From an optimization exercise on the open Yosys and OpenROAD flow, aimed at small area, a short achievable clock period and few clock cycles per item; shortcuts taken in it are not production practice.

==> inputs of branch quartz <==
Design prl_tag_engine, start of the top module:
module prl_tag_engine (
    input  wire         clk,
    input  wire         rst,           
    input  wire         cmd_valid,
    output wire         cmd_ready,
    input  wire [1:0]   cmd_op,        
    input  wire [1:0]   cmd_ksel,      
    input  wire [255:0] cmd_key,       
    input  wire [47:0]  cmd_frame,     
    input  wire [4:0]   cmd_pair,
    input  wire [7:0]   cmd_place,
    input  wire [7:0]   cmd_where,
    input  wire [3:0]   cmd_elem,
    input  wire [11:0]  cmd_obj,
    input  wire [2:0]   cmd_kind,
    input  wire [7:0]   cmd_state,
    output wire         tag_valid,
    input  wire         tag_ready,
    output wire [63:0]  tag,
    output wire         key_a_present,
    output wire         key_b_present
);
==> flow/config.mk <==
export PLATFORM = sky130hd
export DESIGN_NAME = prl_tag_engine
export DESIGN_NICKNAME = prl_tag_engine
export VERILOG_FILES = /design/flow/design.v
export SDC_FILE = /design/flow/constraint.sdc
export NUM_CORES = 8
export LEC_CHECK = 0
export CAP_MARGIN = 20
export CORE_MARGIN = 2
export CORE_UTILIZATION = 25
export PLACE_DENSITY = 0.45
export SETUP_SLACK_MARGIN = 4
export SLEW_MARGIN = 20
==> flow/constraint.sdc <==
create_clock -name core_clock -period 8.0 [get_ports {clk}]
set_input_delay 1.6000 -clock core_clock [delete_from_list [all_inputs] [get_ports {clk}]]
set_output_delay 1.6000 -clock core_clock [all_outputs]
set_load 0.01 [all_outputs]
run.sh (not shown) runs the stock make flow with config.mk's settings and CLKGATE_MAP_FILE= SYNTH_SCRIPT=/design/flow/synth_recipe.tcl, a recipe that flattens the netlist after the stock synthesis.
==> inputs of branch maple, as changes to branch quartz <==
--- a/flow/design.v
+++ b/flow/design.v
@@ -179,52 +179,55 @@
             aes_sbox_a u_sbox (.a(state_in[127 - 8*i -: 8]), .m(mid[239 - 15*i -: 15]));
         end
     endgenerate
 endmodule
 module aes_round_b (
     input  wire [239:0] mid,
     input  wire [127:0] add_in,
-    input  wire         keep_mix,
-    input  wire         keep_sub,
+    input  wire         keep,
     output wire [127:0] state_out,
     output wire [127:0] sub_out        
 );
     wire [7:0] sb [0:15];
     wire [7:0] sr [0:15];
-    genvar i;
+    genvar i, j;
     generate
         for (i = 0; i < 16; i = i + 1) begin : g_sub
             aes_sbox_b u_sbox (.m(mid[239 - 15*i -: 15]), .y(sb[i]));
         end
     endgenerate
     generate
         for (i = 0; i < 16; i = i + 1) begin : g_shift
             assign sr[i] = sb[(i + 4 * (i % 4)) % 16];
             assign sub_out[127 - 8*i -: 8] = sr[i];
         end
     endgenerate
-    function [7:0] xtime;
-        input [7:0] x;
-        xtime = {x[6:0], 1'b0} ^ (x[7] ? 8'h1b : 8'h00);
-    endfunction
-    wire [7:0] km = {8{keep_mix}};
-    wire [7:0] ks = {8{keep_sub}};
     generate
         for (i = 0; i < 4; i = i + 1) begin : g_mix
-            wire [7:0] a0 = sr[4*i];
-            wire [7:0] a1 = sr[4*i+1];
-            wire [7:0] a2 = sr[4*i+2];
-            wire [7:0] a3 = sr[4*i+3];
-            wire [7:0] t  = a0 ^ a1 ^ a2 ^ a3;
-            wire [7:0] e0 = xtime(a0 ^ a1) ^ t;
-            wire [7:0] e1 = xtime(a1 ^ a2) ^ t;
-            wire [7:0] e2 = xtime(a2 ^ a3) ^ t;
-            wire [7:0] e3 = xtime(a3 ^ a0) ^ t;
-            wire [31:0] base = {a0 & ks, a1 & ks, a2 & ks, a3 & ks} ^ add_in[127 - 32*i -: 32];
-            assign state_out[127 - 32*i -: 32] = {e0 & km, e1 & km, e2 & km, e3 & km} ^ base;
+            wire [7:0] a [0:3];
+            wire [7:0] p [0:3];
+            wire [7:0] v [0:3];
+            wire [7:0] b [0:3];
+            genvar k;
+            for (k = 0; k < 4; k = k + 1) begin : g_byte
+                assign a[k] = sr[4*i + k] & {8{keep}};
+            end
+            for (k = 0; k < 4; k = k + 1) begin : g_col
+                assign p[k] = a[k] ^ a[(k + 1) % 4];
+                assign v[k] = a[(k + 1) % 4] ^ add_in[127 - 32*i - 8*k -: 8];
+                assign b[k][0] = (p[k][7] ^ p[(k + 2) % 4][0]) ^ v[k][0];
+                for (j = 1; j < 8; j = j + 1) begin : g_bit
+                    if (j == 1 || j == 3 || j == 4) begin : g_r
+                        assign b[k][j] = (p[k][j-1] ^ p[(k + 2) % 4][j]) ^ (v[k][j] ^ p[k][7]);
+                    end else begin : g_n
+                        assign b[k][j] = (p[k][j-1] ^ p[(k + 2) % 4][j]) ^ v[k][j];
+                    end
+                end
+                assign state_out[127 - 32*i - 8*k -: 8] = b[k];
+            end
         end
     endgenerate
 endmodule
 module aes256_key_step_a (
     input  wire [127:0] prev,
     input  wire [127:0] last,
     input  wire         rot_step,
@@ -297,14 +300,15 @@
     reg [127:0] st;            
     reg [255:0] kst;           
     reg [239:0] mid;           
     reg [127:0] k_rk;          
     reg [127:0] k_p;           
     reg [59:0]  k_mid;         
     reg         ld;            
+    reg         sel;           
     reg [62:0]  e0, e1, e2;    
     reg         v0, v1, v2;
     wire fire    = crdy && cmd_valid;
     wire do_tag  = fire && op_q == OP_TAG;
     wire do_load = fire && op_q == OP_LOAD && !ksel_q[1];
     wire do_clr  = fire && op_q == OP_CLEAR;
     wire m_last  = c_mid[RUN] && c_mid[3:0] == 4'd14;
@@ -332,32 +336,32 @@
         .prev     (kst[255:128]),
         .last     (kst[127:0]),
         .rot_step (c_st[0]),
         .rcon     (rcon),
         .p        (k_p_n),
         .mid      (k_mid_n)
     );
-    wire         sel      = c_mid[LP] ? c_mid[SB] : ksel_q[0];
     wire [255:0] slot_key = sel ? key_b : key_a;
     wire [127:0] slot_l   = sel ? l_b : l_a;
     wire [127:0] cmd_msg = {cmd_frame, 3'b000, cmd_pair, cmd_place, cmd_where,
                             4'h0, cmd_elem, 4'h0, cmd_obj, 5'b00000, cmd_kind,
                             cmd_state, 16'h0000};
-    wire [127:0] k1   = {slot_l[126:0], 1'b0} ^ (slot_l[127] ? 128'h87 : 128'h0);
-    wire [127:0] init = ((cmd_msg ^ k1) & {128{~c_mid[LP]}}) ^ slot_key[255:128];
+    wire [127:0] k1      = {slot_l[126:0], 1'b0} ^ (slot_l[127] ? 128'h87 : 128'h0);
+    wire [127:0] msg_k1  = (cmd_msg ^ k1) & {128{ld && !c_mid[LP]}};
+    wire [127:0] kst_hi_n = ld ? slot_key[255:128] : k_rk;
     wire [127:0] round_out, sub_out;
     aes_round_b u_round_b (
         .mid       (mid),
-        .add_in    (ld ? init : k_rk),
-        .keep_mix  (!ld && c_mid[3:0] != 4'd14),
-        .keep_sub  (!ld),
+        .add_in    (kst_hi_n ^ msg_k1),
+        .keep      (!ld),
         .state_out (round_out),
         .sub_out   (sub_out)
     );
-    wire [61:0] mac = sub_out[127:66] ^ k_rk[127:66];
+    wire [127:0] fin = sub_out ^ k_rk;
+    wire [61:0]  mac = fin[127:66];
     wire [127:0] next_rk;
     aes256_key_step_b u_key_b (
         .p        (k_p),
         .mid      (k_mid),
         .load     (ld),
         .load_val (slot_key[127:0]),
         .next     (next_rk)
@@ -399,24 +403,25 @@
     wire [2:0] outst = {2'b00, v0_n} + {2'b00, v1_n} + {2'b00, v2_n} +
                        {2'b00, c_st[RUN] && !c_st[PL]} +
                        {2'b00, c_st_n[RUN] && !c_st_n[PL]};
     wire room_n = outst <= 3'd2;
     always @(posedge clk) begin
         op_q   <= cmd_op;
         ksel_q <= cmd_ksel;
+        sel    <= c_st[LP] ? c_st[SB] : cmd_ksel[0];
         mid   <= mid_n;
         k_rk  <= kst[127:0];
         k_p   <= k_p_n;
         k_mid <= k_mid_n;
         st    <= round_out;
-        kst   <= {ld ? slot_key[255:128] : k_rk, next_rk};
+        kst   <= {kst_hi_n, next_rk};
         if (do_load && !ksel_q[0]) key_a <= cmd_key;
         if (do_load &&  ksel_q[0]) key_b <= cmd_key;
-        if (l_wr && !c_mid[SB]) l_a <= round_out;
-        if (l_wr &&  c_mid[SB]) l_b <= round_out;
+        if (l_wr && !c_mid[SB]) l_a <= fin;
+        if (l_wr &&  c_mid[SB]) l_b <= fin;
         if (!a0v && push) e0 <= qin; else e0 <= a0e;
         if (!a1v && a0v && push) e1 <= qin; else e1 <= a1e;
         if (!a2v && a1v && push) e2 <= qin;
         if (rst) begin
             crdy     <= 1'b0;
             key_a_ok <= 1'b0;
             key_b_ok <= 1'b0;
Settings changed: CTS_CLUSTER_DIAMETER set to 100, CTS_CLUSTER_SIZE set to 20, SETUP_SLACK_MARGIN 4 to 4.7.
==> inputs of branch cedar, as changes to branch quartz <==
Settings changed: ABC_CLOCK_PERIOD_IN_PS set to 2500, SETUP_SLACK_MARGIN 4 to 5.
==> comparison table <==
Result of the run: branch quartz finished clean; branch maple finished clean; branch cedar finished clean
Multi-input gate share of the layout cell area: branch quartz 41.7%; branch maple 43.6%; branch cedar 44.1%
Portion of the layout cell area used by clock cells: branch quartz 6.33%; branch maple 2.89%; branch cedar 5.44%
Crit-path slowest cell: branch quartz xor3_1; branch maple xnor3_2; branch cedar xnor3_2
Number of placed cells counting well taps: branch quartz 14,527; branch maple 14,275; branch cedar 14,518
Final design instance area without fill: branch quartz 117,000 µm²; branch maple 117,000 µm²; branch cedar 137,000 µm²
Sequential cell area share: branch quartz 41.1%; branch maple 41.4%; branch cedar 35.6%
Required arrival time at the worst endpoint: branch quartz 8.65 ns; branch maple 8.76 ns; branch cedar 8.65 ns
Startpoint of the worst-slack reg-to-reg timing path: branch quartz mid[56]; branch maple mid[176]; branch cedar mid[146]
Met3 wirelength from detailed routing: branch quartz 15.1 mm; branch maple 15.4 mm; branch cedar 17.3 mm
Clock buf count: branch quartz 302; branch maple 184; branch cedar 318
Die outline height: branch quartz 631 µm; branch maple 629 µm; branch cedar 631 µm
Function was not checked in any run of this note: the RTL went through the layout flow alone.

* * *

==> v38: inputs <==
Another version of the RTL of prl_tag_engine (not shown whole).
make LEC_CHECK=0 CAP_MARGIN=20 CORE_MARGIN=2 CORE_UTILIZATION=25 PLACE_DENSITY=0.45 SETUP_SLACK_MARGIN=5 SLEW_MARGIN=20 finish   # period 8.0 ns
==> v37 (differences from v38) <==
--- a/flow/design.v
+++ b/flow/design.v
@@ -300,14 +300,15 @@
     reg [127:0] st;            
     reg [255:0] kst;           
     reg [239:0] mid;           
     reg [127:0] k_rk;          
     reg [127:0] k_p;           
     reg [59:0]  k_mid;         
     reg         ld;            
+    reg         sel;           
     reg [62:0]  e0, e1, e2;    
     reg         v0, v1, v2;
     wire fire    = crdy && cmd_valid;
     wire do_tag  = fire && op_q == OP_TAG;
     wire do_load = fire && op_q == OP_LOAD && !ksel_q[1];
     wire do_clr  = fire && op_q == OP_CLEAR;
     wire m_last  = c_mid[RUN] && c_mid[3:0] == 4'd14;
@@ -335,26 +336,26 @@
         .prev     (kst[255:128]),
         .last     (kst[127:0]),
         .rot_step (c_st[0]),
         .rcon     (rcon),
         .p        (k_p_n),
         .mid      (k_mid_n)
     );
-    wire         sel      = c_mid[LP] ? c_mid[SB] : ksel_q[0];
     wire [255:0] slot_key = sel ? key_b : key_a;
     wire [127:0] slot_l   = sel ? l_b : l_a;
     wire [127:0] cmd_msg = {cmd_frame, 3'b000, cmd_pair, cmd_place, cmd_where,
                             4'h0, cmd_elem, 4'h0, cmd_obj, 5'b00000, cmd_kind,
                             cmd_state, 16'h0000};
-    wire [127:0] k1   = {slot_l[126:0], 1'b0} ^ (slot_l[127] ? 128'h87 : 128'h0);
-    wire [127:0] init = ((cmd_msg ^ k1) & {128{~c_mid[LP]}}) ^ slot_key[255:128];
+    wire [127:0] k1      = {slot_l[126:0], 1'b0} ^ (slot_l[127] ? 128'h87 : 128'h0);
+    wire [127:0] msg_k1  = (cmd_msg ^ k1) & {128{ld && !c_mid[LP]}};
+    wire [127:0] kst_hi_n = ld ? slot_key[255:128] : k_rk;
     wire [127:0] round_out, sub_out;
     aes_round_b u_round_b (
         .mid       (mid),
-        .add_in    (ld ? init : k_rk),
+        .add_in    (kst_hi_n ^ msg_k1),
         .keep      (!ld),
         .state_out (round_out),
         .sub_out   (sub_out)
     );
     wire [127:0] fin = sub_out ^ k_rk;
     wire [61:0]  mac = fin[127:66];
     wire [127:0] next_rk;
@@ -402,20 +403,21 @@
     wire [2:0] outst = {2'b00, v0_n} + {2'b00, v1_n} + {2'b00, v2_n} +
                        {2'b00, c_st[RUN] && !c_st[PL]} +
                        {2'b00, c_st_n[RUN] && !c_st_n[PL]};
     wire room_n = outst <= 3'd2;
     always @(posedge clk) begin
         op_q   <= cmd_op;
         ksel_q <= cmd_ksel;
+        sel    <= c_st[LP] ? c_st[SB] : cmd_ksel[0];
         mid   <= mid_n;
         k_rk  <= kst[127:0];
         k_p   <= k_p_n;
         k_mid <= k_mid_n;
         st    <= round_out;
-        kst   <= {ld ? slot_key[255:128] : k_rk, next_rk};
+        kst   <= {kst_hi_n, next_rk};
         if (do_load && !ksel_q[0]) key_a <= cmd_key;
         if (do_load &&  ksel_q[0]) key_b <= cmd_key;
         if (l_wr && !c_mid[SB]) l_a <= fin;
         if (l_wr &&  c_mid[SB]) l_b <= fin;
         if (!a0v && push) e0 <= qin; else e0 <= a0e;
         if (!a1v && a0v && push) e1 <= qin; else e1 <= a1e;
         if (!a2v && a1v && push) e2 <= qin;
Settings changed: SETUP_SLACK_MARGIN 5 to 4.7.
==> v30 (differences from v38) <==
Settings changed: CORE_UTILIZATION 25 to 50, PLACE_DENSITY 0.45 to 0.65.
==> results.json <==
{
  "r2r_setup_slack_ns": 4.89,
  "drt-met1-wl_um": 157000,
  "max_freq_mhz": 315,
  "synth_nets": 9711,
  "regToRegStartpoint": "c_st[0]",
  "grtUsageMet3_pct": 1.94,
  "vias": 69700,
  "netlist_top_cells_count": "1,645 x xnor2_1, 969 x dfxtp_1, 957 x edfxtp_1",
  "status": "no timing/DRC/antenna violations"
}
Source of the figures above: v38

==> results.json <==
{
  "drt-met1-wl_um": 133000,
  "status": "complete, but fails checks",
  "r2r_setup_slack_ns": 4.88,
  "grtUsageMet3_pct": 4.61,
  "max_freq_mhz": 314,
  "maxSlewViolCount": 15,
  "synth_nets": 9711,
  "checkFailReasons": "max-slew violations",
  "vias": 72100,
  "netlist_top_cells_count": "1,645 x xnor2_1, 969 x dfxtp_1, 957 x edfxtp_1"
}
Source of the figures above: v30

==> results.json <==
{
  "status": "no timing/DRC/antenna violations",
  "synth_nets": 9446,
  "max_freq_mhz": 307,
  "vias": 65800,
  "regToRegStartpoint": "mid[28]",
  "r2r_setup_slack_ns": 4.74,
  "grtUsageMet3_pct": 2.31
}
Source of the figures above: v37

No functional check of the RTL was part of any run of this note.

-- separate check: timing with driven ports --
How much do the figures lean on ideal ports? The routed layouts below were timed once more, with nothing changed but the port constraints. Step 1 sets driving cells, clkbuf_16 on the clock port and buf_2 on the other inputs (assumed; they add their load-dependent delay and slew). Step 2 moves the port delays by t, midway between the first and last clock arrival at a register: inputs arrive t later, outputs are due t later. That takes back most of the time a late clock gives input paths. a / b / c = ideal / step 1 / step 2; a / b = the first two.
| run | t, ns | slack for setup (ns) | hold slack, ns | clock arrival spread, ns | cell pins on the clock port's net |
|---|---|---|---|---|---|
| branch quartz | 0.976 | 4.041 / 4.041 / 3.174 | 0.247 / 0.247 / 0.247 | 0.114 / 0.113 | 1 |
| branch maple | 0.916 | 4.739 / 4.690 / 3.962 | 0.281 / 0.281 / 0.281 | 0.073 / 0.072 | 1 |
| branch cedar | 1.002 | 4.572 / 4.572 / 3.901 | 0.232 / 0.232 / 0.232 | 0.119 / 0.119 | 1 |
| v38 | 1.010 | 4.820 / 4.718 / 4.040 | 0.315 / 0.315 / 0.315 | 0.110 / 0.109 | 1 |
| v37 | 1.000 | 4.744 / 4.665 / 3.936 | 0.244 / 0.244 / 0.244 | 0.106 / 0.105 | 1 |
| v30 | 0.951 | 4.815 / 4.725 / 4.142 | 0.318 / 0.318 / 0.318 | 0.056 / 0.055 | 1 |
For branch quartz, which loses most, drivers alone change the setup slack by 0.000 ns; drivers and shift together by -0.867 ns.
